Source: an optimization exercise on an open RTL-to-GDS flow (aim: small area, a short achievable clock period and few clock cycles per item). Production flows keep margins and buffers that such runs may drop.
In this exercise RTL edits were held to simulation tests only and were not proved equivalent to the original.

<file path="flow/design.v">
module sm3_round (
    input  wire         hi,       
    input  wire [31:0]  tj,       
    input  wire [255:0] st_in,    
    input  wire [31:0]  w,        
    input  wire [31:0]  wp,       
    output wire [255:0] st_out
);
    wire [31:0] a = st_in[255:224];
    wire [31:0] b = st_in[223:192];
    wire [31:0] c = st_in[191:160];
    wire [31:0] d = st_in[159:128];
    wire [31:0] e = st_in[127:96];
    wire [31:0] f = st_in[95:64];
    wire [31:0] g = st_in[63:32];
    wire [31:0] h = st_in[31:0];
    wire [31:0] a12  = {a[19:0], a[31:20]};
    wire [31:0] s0s  = a12 ^ e ^ tj;
    wire [31:0] s0c  = {(a12[30:0] & e[30:0]) | (a12[30:0] & tj[30:0]) | (e[30:0] & tj[30:0]), 1'b0};
    wire [31:0] sum1 = s0s + s0c;
    wire [31:0] ss1  = {sum1[24:0], sum1[31:25]};
    wire [31:0] ss2  = ss1 ^ a12;
    wire [31:0] ff   = hi ? ((a & b) | (a & c) | (b & c)) : (a ^ b ^ c);
    wire [31:0] gg   = hi ? ((e & f) | (~e & g)) : (e ^ f ^ g);
    wire [31:0] p1s  = ff ^ d ^ wp;
    wire [31:0] p1c  = {(ff[30:0] & d[30:0]) | (ff[30:0] & wp[30:0]) | (d[30:0] & wp[30:0]), 1'b0};
    wire [31:0] q1s  = p1s ^ p1c ^ ss2;
    wire [31:0] q1c  = {(p1s[30:0] & p1c[30:0]) | (p1s[30:0] & ss2[30:0]) | (p1c[30:0] & ss2[30:0]), 1'b0};
    wire [31:0] tt1  = q1s + q1c;
    wire [31:0] p2s  = gg ^ h ^ w;
    wire [31:0] p2c  = {(gg[30:0] & h[30:0]) | (gg[30:0] & w[30:0]) | (h[30:0] & w[30:0]), 1'b0};
    wire [31:0] q2s  = p2s ^ p2c ^ ss1;
    wire [31:0] q2c  = {(p2s[30:0] & p2c[30:0]) | (p2s[30:0] & ss1[30:0]) | (p2c[30:0] & ss1[30:0]), 1'b0};
    wire [31:0] tt2  = q2s + q2c;
    wire [31:0] p0   = tt2 ^ {tt2[22:0], tt2[31:23]} ^ {tt2[14:0], tt2[31:15]};
    assign st_out = {tt1, a, {b[22:0], b[31:23]}, c,
                     p0,  e, {f[12:0], f[31:13]}, g};
endmodule
module sm3_wexp (
    input  wire [511:0] win,      
    output wire [31:0]  w_next
);
    wire [31:0] w0  = win[511:480];
    wire [31:0] w3  = win[415:384];
    wire [31:0] w7  = win[287:256];
    wire [31:0] w10 = win[191:160];
    wire [31:0] w13 = win[95:64];
    wire [31:0] x   = w0 ^ w7 ^ {w13[16:0], w13[31:17]};
    wire [31:0] p1  = x ^ {x[16:0], x[31:17]} ^ {x[8:0], x[31:9]};
    assign w_next = p1 ^ {w3[24:0], w3[31:25]} ^ w10;
endmodule
module xr_extend (
    input  wire         clk,
    input  wire         rst,       
    input  wire         start,
    input  wire [255:0] xr_in,     
    input  wire [255:0] d_in,      
    output wire         ready,
    output reg          done,
    output wire [255:0] xr_out     
);
    localparam [255:0] IV  = 256'h7380166F_4914B2B9_172442D7_DA8A0600_A96F30BC_163138AA_E38DEE4D_B0FB0E4E;
    localparam [31:0]  T0  = 32'h79CC4519;
    localparam [31:0]  T16 = 32'h9D8A7A87;    
    reg [6:0]   c;         
    reg         va;        
    reg         vb;        
    reg [255:0] sa;        
    reg [511:0] win;       
    reg [255:0] sb;        
    reg [255:0] ring;      
    reg         ha, hb;    
    reg [31:0]  ta, tb;    
    wire c64 = (c == 7'd64);
    wire c63 = (c == 7'd63);
    assign ready = c64;
    localparam [127:0] PW63 = 128'h000000000000000154A7BE1889208000;
    localparam [127:0] PW62 = 128'h00000000000000005291629220000000;
    localparam [127:0] PW61 = 128'h000000000000000069DB31BAD9200000;
    localparam [127:0] PW60 = 128'h00000000000000001640129860040000;
    localparam [127:0] PW59 = 128'h000000000000000075E5689600A00000;
    localparam [127:0] PW58 = 128'h00000000000000001421120008200000;
    localparam [127:0] PW57 = 128'h0000000000000000251BAD9600000000;
    localparam [127:0] PW56 = 128'h000000000000000049AA020020820000;
    localparam [127:0] PW55 = 128'h00000000000000005C1A634B00000000;
    localparam [127:0] PW54 = 128'h000000000000000041A3229A28A08000;
    localparam [127:0] PW53 = 128'h000000000000000073EF391834100000;
    localparam [127:0] PW52 = 128'h00000000000000002048629A08A00000;
    localparam [127:0] PW51 = 128'h00000000000000003A34700400800000;
    localparam [127:0] PW50 = 128'h00000000000000003E29828E00200000;
    localparam [127:0] PW49 = 128'h00000000000000003691834500000000;
    localparam [127:0] PW48 = 128'h00000000000000000421800A08000000;
    localparam [127:0] PW47 = 128'h00000000000000004702420020020000;
    localparam [127:0] PW46 = 128'h0000000000000000438F661048248000;
    localparam [127:0] PW45 = 128'h00000000000000001893DA9A81800000;
    localparam [127:0] PW44 = 128'h00000000000000001A09041069240000;
    localparam [127:0] PW43 = 128'h00000000000000003C4CE20028A00000;
    localparam [127:0] PW42 = 128'h00000000000000007621348240200000;
    localparam [127:0] PW41 = 128'h000000000000000020787E1444904000;
    localparam [127:0] PW40 = 128'h00000000000000000201069240000000;
    localparam [127:0] PW39 = 128'h00000000000000001C9752D304120000;
    localparam [127:0] PW38 = 128'h000000000000000048D96F0A10000000;
    localparam [127:0] PW37 = 128'h00000000000000005FC3D45120900000;
    localparam [127:0] PW36 = 128'h00000000000000001E69E69620800000;
    localparam [127:0] PW35 = 128'h00000000000000002C4DF04120800000;
    localparam [127:0] PW34 = 128'h000000000000000010F8810408200000;
    localparam [127:0] PW33 = 128'h00000000000000003045120D00000000;
    localparam [127:0] PW32 = 128'h000000000000000056A8E40040800000;
    localparam [127:0] PW31 = 128'h000000000000000179EDC5F901B28800;
    localparam [127:0] PW30 = 128'h000000000000000027B874BB02000000;
    localparam [127:0] PW29 = 128'h00000000000000006F4682A174B20000;
    localparam [127:0] PW28 = 128'h0000000000000000772413B1E6044000;
    localparam [127:0] PW27 = 128'h00000000000000005ABB3E1F60AA0000;
    localparam [127:0] PW26 = 128'h00000000000000002D63032008A20000;
    localparam [127:0] PW25 = 128'h0000000000000000274A174F60000000;
    localparam [127:0] PW24 = 128'h00000000000000000D30A220228A2000;
    localparam [127:0] PW23 = 128'h000000000000000009DBC57FB0000000;
    localparam [127:0] PW22 = 128'h000000000000000065B910B38A2A8800;
    localparam [127:0] PW21 = 128'h00000000000000004CD1CA89B7510000;
    localparam [127:0] PW20 = 128'h00000000000000002A4CE4B3A82A0000;
    localparam [127:0] PW19 = 128'h00000000000000002197370440880000;
    localparam [127:0] PW18 = 128'h000000000000000035CB1AA6E0220000;
    localparam [127:0] PW17 = 128'h00000000000000006DF89B7150000000;
    localparam [127:0] PW16 = 128'h00000000000000004463980AA8800000;
    localparam [127:0] PW15 = 128'h00000000000000007372662022022000;
    localparam [127:0] PW14 = 128'h000000000000000047B790714CA6C800;
    localparam [127:0] PW13 = 128'h0000000000000000211AE73329980000;
    localparam [127:0] PW12 = 128'h000000000000000013A994516FB64000;
    localparam [127:0] PW11 = 128'h000000000000000037882C202A2A0000;
    localparam [127:0] PW10 = 128'h0000000000000000714327CA64220000;
    localparam [127:0] PW9 = 128'h0000000000000000127FF9F500D94400;
    localparam [127:0] PW8 = 128'h0000000000000000222116FB64000000;
    localparam [127:0] PW7 = 128'h00000000000000007D5E27FE34532000;
    localparam [127:0] PW6 = 128'h00000000000000000C54F9FAB1000000;
    localparam [127:0] PW5 = 128'h0000000000000000023FE91432990000;
    localparam [127:0] PW4 = 128'h0000000000000000578F78FF42880000;
    localparam [127:0] PW3 = 128'h00000000000000001E892F4532880000;
    localparam [127:0] PW2 = 128'h000000000000000051F7091448A20000;
    localparam [127:0] PW1 = 128'h00000000000000005341432DD0000000;
    localparam [127:0] PW0 = 128'h00000000000000003BC26A4044880000;
    wire [63:0] pw = {PW63[c], PW62[c], PW61[c], PW60[c], PW59[c], PW58[c], PW57[c], PW56[c], PW55[c], PW54[c], PW53[c], PW52[c], PW51[c], PW50[c], PW49[c], PW48[c], PW47[c], PW46[c], PW45[c], PW44[c], PW43[c], PW42[c], PW41[c], PW40[c], PW39[c], PW38[c], PW37[c], PW36[c], PW35[c], PW34[c], PW33[c], PW32[c], PW31[c], PW30[c], PW29[c], PW28[c], PW27[c], PW26[c], PW25[c], PW24[c], PW23[c], PW22[c], PW21[c], PW20[c], PW19[c], PW18[c], PW17[c], PW16[c], PW15[c], PW14[c], PW13[c], PW12[c], PW11[c], PW10[c], PW9[c], PW8[c], PW7[c], PW6[c], PW5[c], PW4[c], PW3[c], PW2[c], PW1[c], PW0[c]};
    wire [31:0]  w_next;
    wire [255:0] sa_next;
    sm3_wexp u_wexp (
        .win    (win),
        .w_next (w_next)
    );
    sm3_round u_round_a (
        .hi     (ha),
        .tj     (ta),
        .st_in  (sa),
        .w      (win[511:480]),
        .wp     (win[511:480] ^ win[383:352]),
        .st_out (sa_next)
    );
    wire [255:0] sb_next;
    sm3_round u_round_b (
        .hi     (hb),
        .tj     (tb),
        .st_in  (sb),
        .w      (pw[63:32]),
        .wp     (pw[31:0]),
        .st_out (sb_next)
    );
    wire catch = c64 | (c < 7'd3);
    wire fold  = (c == 7'd60) | (c == 7'd61) | (c == 7'd62);
    wire [31:0] r0 = ring[255:224], r1 = ring[223:192], r2 = ring[191:160], r3 = ring[159:128];
    wire [31:0] l0 = ring[127:96],  l1 = ring[95:64],   l2 = ring[63:32],   l3 = ring[31:0];
    assign xr_out = {r3 ^ sb[255:224], r2, r1[22:0], r1[31:23], r0[22:0], r0[31:23],
                     l3 ^ sb[127:96],  l2, l1[12:0], l1[31:13], l0[12:0], l0[31:13]};
    always @(posedge clk) begin
        sa  <= c64 ? IV : sa_next;
        win <= c64 ? {xr_in, d_in} : {win[479:0], w_next};
        sb  <= c63 ? (sa_next ^ IV) : sb_next;
        ring[255:192] <= ring[223:160];
        ring[191:160] <= ring[159:128] ^ (fold ? sb[255:224] : 32'd0);
        ring[159:128] <= catch ? {sb[136:128], sb[159:137]} : ring[255:224];
        ring[127:64]  <= ring[95:32];
        ring[63:32]   <= ring[31:0] ^ (fold ? sb[127:96] : 32'd0);
        ring[31:0]    <= catch ? {sb[18:0], sb[31:19]} : ring[127:96];
        ta <= c64 ? T0 : (c == 7'd15) ? T16 : {ta[30:0], ta[31]};
        ha <= c64 ? 1'b0 : (c == 7'd15) ? 1'b1 : ha;
        tb <= c63 ? T0 : (c == 7'd14) ? T16 : {tb[30:0], tb[31]};
        hb <= c63 ? 1'b0 : (c == 7'd14) ? 1'b1 : hb;
    end
    always @(posedge clk) begin
        if (rst) begin
            c    <= 7'd64;
            va   <= 1'b0;
            vb   <= 1'b0;
            done <= 1'b0;
        end else begin
            c    <= c64 ? 7'd0 : c + 7'd1;
            if (c64) va <= start;
            if (c63) vb <= va;
            done <= vb & (c == 7'd62);
        end
    end
endmodule
</file>
<file path="flow/flow/run.sh">
#!/bin/bash
# The standard layout (the standard.sh) with three changes:
#  - synthesis maps the logic with the ABC script in flow/abc_speed.script
#    (classic delay-driven `map` on a choice network) instead of ORFS's; the
#    rest of synthesis, and so every register, is the standard one;
#  - ports are buffered with the smallest buffer (buf_1);
#  - clock tree synthesis inserts no dummy loads and builds the tree from
#    clkbuf_8 cells, clustering up to 12 sinks per leaf buffer.
set -euo pipefail
here=$PWD
rm -rf "$here/scripts"
cp -r "$FLOW_HOME/scripts" "$here/scripts"
cp "$here/flow/abc_speed.script" "$here/scripts/abc_speed.script"
SCRIPTS_DIR="$here/scripts" bash standard.sh synth > synth.log 2>&1
export BUFFER_PORTS_ARGS="-buffer_cell sky130_fd_sc_hd__buf_1"
export CTS_ARGS="-sink_clustering_enable -repair_clock_nets -dont_use_dummy_load -buf_list {sky130_fd_sc_hd__clkbuf_8} -sink_clustering_size 12 -sink_clustering_max_diameter 60"
bash standard.sh finish > standard.log 2>&1
</file>
<file path="flow/flow/abc_speed.script">
strash
dch -f
map -D 1000
topo
buffer -p
upsize
dnsize
</file>
<file path="flow/standard.sh">
#!/bin/bash
# synth_recipe.tcl (not shown) runs the flow's synth.tcl, then flattens the netlist and writes it again
# the make line also repeats each setting of config.mk as NAME=value (left out here)
make -C /OpenROAD-flow-scripts/flow DESIGN_CONFIG=/design/flow/config.mk WORK_HOME=/design/flow/orfs CLKGATE_MAP_FILE= SYNTH_SCRIPT=/design/flow/synth_recipe.tcl "${@:-finish}"
</file>
<file path="flow/config.mk">
export PLATFORM = sky130hd
export DESIGN_NAME = xr_extend
export DESIGN_NICKNAME = xr_extend
export VERILOG_FILES = /design/flow/design.v
export SDC_FILE = /design/flow/constraint.sdc
export NUM_CORES = 4
export LEC_CHECK = 0
export CAP_MARGIN = 20
export CORE_MARGIN = 2
export CORE_UTILIZATION = 40
export PLACE_DENSITY = 0.6
export SETUP_SLACK_MARGIN = 4.5
export SLEW_MARGIN = 20
export TNS_END_PERCENT = 0
</file>
<file path="flow/constraint.sdc">
create_clock -name core_clock -period 9.0 [get_ports {clk}]
set_input_delay 1.8000 -clock core_clock [delete_from_list [all_inputs] [get_ports {clk}]]
set_output_delay 1.8000 -clock core_clock [all_outputs]
set_load 0.01 [all_outputs]
</file>
==> impl_metrics.json, run 1 <==
{
  "regToRegStartpoint": "c[3]",
  "reg2reg_depth": 19,
  "worst_setup_path_start_kind": "flop",
  "critPathKind": "reg -> reg",
  "dr.max_layer_used": "met5",
  "grt-ovfl-total": 0,
  "rr_endpoint": "sb[255]",
  "syn_inst": 8855,
  "ant_nets": 0,
  "cts.clk_slew.worst_paths_ns": 0.07,
  "cts_max_level": 4,
  "rrSetupSlack_ns": 3.34,
  "crit_path_max_fanout": 39,
  "syn2layout_area_growth_pct": 16.7,
  "drt_wl_total_um": 370000,
  "met3WireLength_um": 31000,
  "dieArea_um2": 182000,
  "drv_slew": 0,
  "fmax_mhz": 177,
  "ys_ff_latch": 1356,
  "layout.cells.non_filler": 12000,
  "io_buffer_count": 772,
  "wire_per_inst_um": 30.8,
  "min_path_cells": 0,
  "final-seq-area_um2": 27400,
  "cts_buffer_depth": 3,
  "gp_congestion": 1.06,
  "tritoncts": "yes",
  "row_count": 154,
  "cts_sinks": 1356,
  "grt_pass1_wl_um": 500000,
  "cts_buffers": 149,
  "initial_utilization": 0.404,
  "dp_hpwl_um": 306000,
  "synth.cell_area_um2": 71200,
  "status": "timing/DRC/antenna clean",
  "setup_ws_ns": 3.34,
  "die_w_um": 426,
  "setup_viol": 0,
  "max-slew-margin-rel": 0.144,
  "multiInputGateArea_um2": 42600,
  "min_to": "ring[79]",
  "grt_pass1_vias": 64200,
  "drive_gt1_frac": 0.122,
  "drt-initial-drc-count": 7861,
  "yosysWarnings": 1,
  "hold_path.class": "reg -> reg",
  "core_um2": 176000,
  "tns_ns": 0,
  "end_kind": "flop",
  "dp_cells": 11800,
  "final_util": 0.471,
  "met2_length_um": 162000,
  "ctsRootBufferMaster": "clkbuf_8",
  "hold_viol": 0,
  "drc": 0,
  "async_reset_ff_frac": 0,
  "yosys.area.top_type_share": 0.381,
  "ios": 773,
  "final_area_um2": 83100,
  "ys_types": 83,
  "postSynthNetCount": 9953,
  "fill_cells": 17800,
  "grt_max_degree": 213,
  "grt_use_total": 0.397,
  "die-height_um": 426,
  "synthTopCellsByArea": "dfxtp_1 38%, nand2_1 12%, fa_1 11%",
  "via_per_inst": 5.60,
  "hold_path_startpoint": "ring[47]",
  "clock_latency_ns": 0.99,
  "vias": 67200,
  "tightest_slew_ns": 1.27,
  "cts_hold_buf": 0,
  "synth.avg_cell_area_um2": 8.05,
  "cap_violations": 0,
  "period_needed_ns": 5.66,
  "layout.nets": 10800,
  "synth_ff_type": "dfxtp_1",
  "placed_area_um2": 76800,
  "skew_ns": 0.157,
  "yosys.area.top_type": "dfxtp_1",
  "post-route-period-util": 0.629,
  "synth_edf_count": 0,
  "grt_antenna_before_repair": 38,
  "yosysSeqAreaShare": 0.381,
  "rsz0062_at_grt": "yes",
  "wl_met1_um": 145000,
  "whs_ns": 0.326,
  "pre_cts_ws_ns": 2.33,
  "firstDrtPassIters": 8,
  "critPathArrivalTime_ns": 6.40,
  "cp.required_ns": 9.73
}
==> routing by layer <==
| layer | GRT usage | vias up |
|---|---|---|
| met2 | 0.612 | 3821 |
| met3 | 0.0677 | 912 |
| met4 | 0.282 | 26 |
| met1 | 0.504 | 32600 |
| li1 | - | 29900 |
| met5 | 0 | - |
==> cells in the mapped netlist, types with 34 or more instances <==
cell	instances
clkbuf_1	134
nand4_1	95
or2_2	82
a21oi_1	558
o21ai_1	35
mux2_2	97
nand3_1	350
inv_1	942
mux2i_1	63
o21ai_0	540
nor2_1	647
fa_1	376
xor2_1	265
dfxtp_1	1356
nand2_1	2289
ha_1	207
xnor2_1	182
o211ai_1	34
buf_2	151
nor3_1	48
==> placed cells by master, fill, tap and decap left out, drive strengths merged, types with 28 or more instances in the layout <==
master and n:
nand2 2293, dfxtp 1356, inv 944, buf 939
nor2 650, o21ai 581, a21oi 572, fa 376
nand3 353, xor2 265, ha 207, xnor2 182
clkbuf 149, mux2 98, nand4 95, or2 90
mux2i 63, nor3 49, o211ai 42, a31oi 29
nand3b 28
==> cell families (layout without fill, tap and decap cells) <==
kind of cell             Yosys count  after routing  share of synthesized area
buffers and inverters           1249           2043                     0.0686
flip-flops                      1356           1356                      0.381
adder cells (fa/ha/maj)          583            583                      0.142
other                              0             19                          0
XOR/XNOR                         475            475                     0.0638
multiplexers                     161            161                     0.0243
AO/OA/AOI/OAI                   1431           1431                      0.113
AND/OR/NAND/NOR                 3600           3601                      0.207
==> final cells by class <==
| type | instances | area share |
|---|---|---|
| Antenna cell | 19 | 0.000572 |
| Clock buffer | 149 | 0.0247 |
| Inverter | 955 | 0.0438 |
| Multi-Input combinational cell | 6251 | 0.513 |
| Sequential cell | 1356 | 0.330 |
| Tap cell | 2340 | 0.0352 |
| Timing Repair Buffer | 939 | 0.0532 |
==> state kept, by name, indices dropped and copies added, names as in the netlist <==
name,cells
ring,256
vb,1
hb,1
sb,256
ta,32
tb,32
va,1
done,1
c,7
sa,256
win,512
ha,1
==> timing repair <==
action                                  in CTS  in global routing
pin swaps                                   99                 47
setup buffers                               66                 19
endpoints found under the setup margin     140                125
gates resized for setup                    681                122
gates cloned                                 1                  0
==> worst max-delay path, cell delays in order (launching register included) <==
cell       delay [ns]
dfxtp_1          0.32
inv_2            0.27
buf_12           0.32
nor2_2           0.13
inv_1            0.35
o21ai_0          0.22
a21oi_1          0.66
a311o_1          0.49
fa_1             0.48
inv_1            0.08
fa_1             0.42
ha_1             0.37
nand2_1          0.12
nor3_1           0.27
nand2_1          0.11
o2111ai_1        0.32
a31o_2           0.25
nand3_1          0.10
nand3_1          0.09
nand2_1          0.06
==> worst max-delay path by stage <==
| stage | startpoint | end | slack [ns] |
|---|---|---|---|
| 4_1_cts | sb[245] | sb[102] | 3.55 |
| 2_1_floorplan | sb[245] | sb[116] | 4.45 |
| 6_report | c[3] | sb[255] | 3.34 |
| 3_3_place_gp | sb[105] | sb[247] | 2.28 |
| 3_5_place_dp | sb[224] | sb[115] | 2.33 |
| 5_1_grt | sb[97] | sb[127] | 3.26 |
Testbench counts, summed over its fixed seeds: cycles 12,992, items 192.
==> run 2: changes to the inputs <==
--- a/flow/config.mk
+++ b/flow/config.mk
@@ -11,3 +11,3 @@
 export PLACE_DENSITY = 0.6
-export SETUP_SLACK_MARGIN = 4.5
+export SETUP_SLACK_MARGIN = 3.5
 export SLEW_MARGIN = 20
==> run 2 against run 1 <==
Worst hold slack got worse by 0.014 ns. Final cell count rose by 0.74%. Register-to-register slack improved by 0.15 ns. Synthesized area did not move. Still clean on timing, DRC and antenna. Critical endpoint is now sb[249].
==> impl_metrics.json, run 2 <==
{
  "status": "timing/DRC/antenna clean",
  "cp.required_ns": 9.80,
  "syn2layout_area_growth_pct": 19.0,
  "ios": 773,
  "die-height_um": 426,
  "hold_viol": 0,
  "drv_slew": 0,
  "drt-initial-drc-count": 6895,
  "synth.most_common_cell": "nand2_1",
  "synth.avg_cell_area_um2": 8.05,
  "grt-ovfl-total": 0,
  "dieArea_um2": 182000,
  "synth_ff_type": "dfxtp_1",
  "grt_antenna_before_repair": 33,
  "tightest_slew_ns": 1.12,
  "yosysWarnings": 1,
  "synth.cell_area_um2": 71200,
  "grt_max_degree": 219,
  "grt_pass1_wl_um": 496000,
  "cts_max_level": 4,
  "cts_sinks": 1356,
  "reg2reg_depth": 20,
  "layout.nets": 10800,
  "drc": 0,
  "via_per_inst": 5.52,
  "ys_types": 83,
  "worst_setup_path_start_kind": "flop",
  "critPathArrivalTime_ns": 6.31,
  "tns_ns": 0,
  "cts_buffers": 154,
  "syn_inst": 8855,
  "cts.clk_slew.worst_paths_ns": 0.08,
  "cts_buffer_depth": 3,
  "period_needed_ns": 5.51,
  "use_met1": 0.493,
  "drive_gt1_frac": 0.144,
  "final_cell_mix": "2,206 x nand2_1, 1,262 x dfxtp_1, 916 x inv_1",
  "busiest_layer": "met2",
  "tritoncts": "yes",
  "synth_edf_count": 0,
  "max-slew-margin-rel": 0.256,
  "row_count": 154,
  "ant_nets": 0,
  "yosys.area.top_type": "dfxtp_1",
  "yosys.area.top_type_share": 0.381,
  "die_w_um": 426,
  "synth_common_cells": "2,289 x nand2_1, 1,356 x dfxtp_1, 942 x inv_1",
  "crit_path_max_fanout": 4,
  "grt_use_total": 0.395,
  "ys_ff_latch": 1356,
  "yosysSeqAreaShare": 0.381,
  "post-route-period-util": 0.612,
  "cap_violations": 0,
  "rsz0062_at_grt": "yes",
  "grt_util_met2": 0.612,
  "clock_latency_ns": 0.97,
  "core_um2": 176000,
  "async_reset_ff_frac": 0,
  "grt_pass1_vias": 63400,
  "io_buffer_count": 772,
  "fmax_mhz": 181,
  "end_kind": "flop",
  "setup_viol": 0,
  "top_register": "win",
  "largest_reg_flops": 512,
  "critPathKind": "reg -> reg",
  "ctsRootBufferMaster": "clkbuf_8",
  "cts_hold_buf": 0,
  "met3_usage": 0.0708,
  "wire_per_inst_um": 30.6,
  "hold_path.class": "reg -> reg",
  "synthTopCellsByArea": "dfxtp_1 38%, nand2_1 12%, fa_1 11%",
  "skew_ns": 0.132,
  "whs_ns": 0.312,
  "drt_wl_total_um": 371000,
  "initial_utilization": 0.404,
  "vias": 66800,
  "min_path_cells": 0,
  "final_common_cell": "nand2_1",
  "firstDrtPassIters": 7,
  "postSynthNetCount": 9953,
  "dp_hpwl_um": 307000,
  "gp_congestion": 1.07
}
==> run 2: changes by cell type in the layout (fill, tap and decap cells not counted), sizes merged <==
cell      change
clkbuf        +7
buf          +86
clkinvlp      +3
diode         -3
inv           -3
nand3         -1
==> run 2: layout make-up <==
class,instances,area (um2)
Inverter,955,3650
Timing Repair Buffer,1027,5100
Antenna cell,16,40.0
Fill cell,17800,91700
Tap cell,2340,2930
Sequential cell,1356,27400
Multi-Input combinational cell,6250,43600
Clock buffer,154,2120
==> run 2: timing repair <==
action,4_1_cts,5_1_grt
pin swaps,65,136
gates cloned,0,2
setup buffers,48,94
setup endpoints to repair,115,111
gates resized for setup,551,548
==> run 2: path summary, 6_finish.rpt <==
kind	start	endpoint	slack [ns]
worst max-delay path	sa[244]	sb[249]	3.49
worst min-delay path	ring[84]	ring[116]	0.31
worst max register to register	sa[244]	sb[249]	3.49
worst min register to register	ring[84]	ring[116]	0.31
==> run 2: cells by family (layout without fill, tap and decap cells) <==
family / count (synthesis) / in the layout / synth area share
DFF: 1356 / 1356 / 0.381
and+or+nand+nor: 3600 / 3600 / 0.207
adders and majority gates: 583 / 583 / 0.142
AOI/OAI and AO/OA: 1431 / 1431 / 0.113
other: 0 / 16 / 0
muxes: 161 / 161 / 0.0243
xor gates and xnor gates: 475 / 475 / 0.0638
buffers and inverters: 1249 / 2136 / 0.0686
==> run 2: critical path: stages, from the launching register on <==
cell and delay (ns):
dfxtp_2 0.37, clkinvlp_4 0.21, fa_2 0.38, inv_1 0.08, ha_2 0.20, fa_2 0.23, nand3_1 0.09, nand2_2 0.10
a21boi_4 0.08, xnor2_1 0.62, xor2_2 0.44, fa_1 0.49, ha_1 0.36, a21oi_1 0.21, o21ai_0 0.16, a21oi_1 0.32
o211ai_1 0.22, a21o_1 0.21, or2_2 0.28, nand3_1 0.21, o21ai_1 0.10
==> run 2: per-layer routing <==
layer / share of wire / routed length (um) / up-vias
met2: 0.44 / 164000 / 3433
met4: 0.088 / 32800 / 12
li1: - / - / 30100
met1: 0.39 / 145000 / 32400
met5: 0.00021 / 77 / -
met3: 0.080 / 29600 / 912
==> run 2: per-stage QoR <==
stage / util / area (um2) / std cells / setup slack, ns
2_1_floorplan: - / 71200 / 8855 / 4.04
4_1_cts: 0.462 / 81600 / 12000 / 3.42
3_5_place_dp: 0.435 / 76700 / 11800 / 1.97
6_report: 0.480 / 84800 / 12100 / 3.49
5_1_grt: 0.480 / 84700 / 12100 / 3.41
3_3_place_gp: 0.435 / 76700 / 11800 / 1.74
==> run 3: changes to the inputs <==
--- a/flow/config.mk
+++ b/flow/config.mk
@@ -11,3 +11,3 @@
 export PLACE_DENSITY = 0.6
-export SETUP_SLACK_MARGIN = 3.5
+export SETUP_SLACK_MARGIN = 4.0
 export SLEW_MARGIN = 20
==> run 3 against run 2 <==
Via count is 0.33% higher. Synthesized area is the same. Synthesized cell count did not move. Still clean on timing, DRC and antenna. Highest routed layer unchanged. Clock-buffer cell count did not move. Fmax up 1.0%. Register-to-register slack better by 0.05 ns. First-iteration DRC count grew 7.2%.
==> impl_metrics.json, run 3 <==
{
  "io_buffer_count": 772,
  "hold_path.class": "reg -> reg",
  "async_reset_ff_frac": 0,
  "synth.avg_cell_area_um2": 8.05,
  "die-height_um": 426,
  "skew_ns": 0.135,
  "grt_pass1_wl_um": 502000,
  "period_needed_ns": 5.46,
  "cts_buffers": 154,
  "cts_buffer_depth": 3,
  "row_count": 154,
  "synth_edf_count": 0,
  "initial_utilization": 0.404,
  "via_per_inst": 5.52,
  "dp_hpwl_um": 307000,
  "hold_viol": 0,
  "largest_reg_flops": 512,
  "setup_viol": 0,
  "cap_violations": 0,
  "ys_types": 83,
  "yosys.area.top_type_share": 0.381,
  "rsz0062_at_grt": "yes",
  "firstDrtPassIters": 6,
  "tns_ns": 0,
  "fmax_mhz": 183,
  "crit_path_max_fanout": 7,
  "drt-initial-drc-count": 7392,
  "cts_sinks": 1356,
  "cts_max_level": 4,
  "ys_ff_latch": 1356,
  "max-slew-margin-rel": 0.236,
  "drive_gt1_frac": 0.155,
  "drt_wl_total_um": 372000,
  "yosysWarnings": 1,
  "wire_per_inst_um": 30.7,
  "ant_nets": 0,
  "drc": 0,
  "dieArea_um2": 182000,
  "final_area_um2": 85800,
  "core_um2": 176000,
  "synthTopCellsByArea": "dfxtp_1 38%, nand2_1 12%, fa_1 11%",
  "final_common_cell": "nand2_1",
  "critPathArrivalTime_ns": 6.27,
  "synth_ff_type": "dfxtp_1",
  "cts_hold_buf": 0,
  "drv_slew": 0,
  "critPathKind": "reg -> reg",
  "gp_congestion": 1.07,
  "yosysSeqAreaShare": 0.381,
  "worst_setup_path_start_kind": "flop",
  "end_kind": "flop",
  "tritoncts": "yes",
  "vias": 67000,
  "yosys.area.top_type": "dfxtp_1",
  "post-route-period-util": 0.606,
  "final_cell_mix": "2,196 x nand2_1, 1,258 x dfxtp_1, 911 x inv_1",
  "ctsRootBufferMaster": "clkbuf_8",
  "grt_max_degree": 219,
  "ios": 773,
  "syn_inst": 8855,
  "layout.nets": 10900,
  "cts.clk_slew.worst_paths_ns": 0.08,
  "grt_pass1_vias": 64600,
  "fill_cells": 17700,
  "grt_use_total": 0.400,
  "postSynthNetCount": 9953,
  "syn2layout_area_growth_pct": 20.4,
  "grt_antenna_before_repair": 39,
  "status": "timing/DRC/antenna clean",
  "synth.most_common_cell": "nand2_1",
  "die_w_um": 426,
  "grt-ovfl-total": 0,
  "clock_latency_ns": 0.98,
  "synth.cell_area_um2": 71200,
  "synth_common_cells": "2,289 x nand2_1, 1,356 x dfxtp_1, 942 x inv_1",
  "placed_area_um2": 76700,
  "top_register": "win",
  "cp.required_ns": 9.81,
  "tightest_slew_ns": 1.14
}
run 3: cell counts after synthesis:
Identical to the previous run, type by type.
run 3: stage by stage:
step	util	hold WS, ns	setup WS, ns	cells
2_1_floorplan	-	0.382	4.04	8855
3_3_place_gp	0.435	0.332	1.74	11800
3_5_place_dp	0.435	0.334	1.97	11800
4_1_cts	0.482	0.318	3.76	12100
5_1_grt	0.486	0.316	3.46	12100
6_report	0.486	0.305	3.54	12100
run 3: final cells by class:
cell class                      count  area [um2]  share of cell area
Clock buffer                      154        2120              0.0247
Tap cell                         2340        2930              0.0341
Antenna cell                       19        47.5            0.000554
Sequential cell                  1356       27400               0.320
Timing Repair Buffer             1069        5500              0.0641
Multi-Input combinational cell   6250       44100               0.514
Inverter                          955        3670              0.0428
run 3: logic make-up after synthesis:
family                   Yosys count  share of synthesized area
AO/OA/AOI/OAI                   1431                      0.113
XOR/XNOR                         475                     0.0638
adder cells (fa/ha/maj)          583                      0.142
buffers and inverters           1249                     0.0686
flip-flops                      1356                      0.381
multiplexers                     161                     0.0243
AND/OR/NAND/NOR                 3600                      0.207
run 3: worst max-delay path: stages (launching register included):
cell       delay (ns)
dfxtp_1          0.31
buf_6            0.13
fa_1             0.55
ha_4             0.23
a21oi_4          0.17
o21ai_2          0.08
a21o_1           0.21
buf_4            0.16
buf_4            0.13
xnor2_2          0.43
fa_1             0.53
inv_1            0.08
ha_1             0.34
nand2_1          0.19
o21ai_1          0.16
a21oi_2          0.35
o2111ai_4        0.20
nand3b_1         0.37
a211o_1          0.44
nand3_4          0.13
nand2_1          0.07
run 3: timing repair:
action / 4_1_cts / 5_1_grt
pin swaps: 216 / 62
setup buffers: 172 / 14
setup endpoints to repair: 123 / 118
resized for setup: 1110 / 119
run 3: path summary, 6_finish.rpt:
check / start / endpoint / slack [ns] / cells after the start
max: sa[251] / sb[110] / 3.54 / 20
min: ring[84] / ring[116] / 0.31 / 0
max reg2reg: sa[251] / sb[110] / 3.54 / 20
min reg2reg: ring[84] / ring[116] / 0.31 / 0
run 3: metal layers:
layer,share of wire,vias to the layer above,track usage
met1,0.39,32400,0.495
met5,0.00020,-,0
met3,0.081,947,0.0766
li1,-,30200,-
met4,0.089,12,0.292
met2,0.44,3443,0.620

[re-timing with driven ports]
No port has a modelled driver above. Below, the same layouts with a new extraction and two added sets of constraints.
Step 1 assumes that a clkbuf_16 drives the clock port and a buf_2 every other input.
Step 2 moves the port delays by t, midway between the first and last clock arrival at a register: inputs arrive t later, outputs are due t later. That takes back most of the time a late clock gives input paths.
Slacks: ideal ports / drivers / drivers and shift; pairs: ideal ports / drivers.
| run | t (ns) | slack for setup (ns) | worst setup path at the end |
|---|---|---|---|
| run 1 | 1.013 | 3.338 / 3.338 / 3.338 | register to register |
| run 2 | 0.987 | 3.489 / 3.489 / 3.489 | register to register |
| run 3 | 1.016 | 3.543 / 3.543 / 3.543 | register to register |
After both steps every run listed still meets setup and hold.
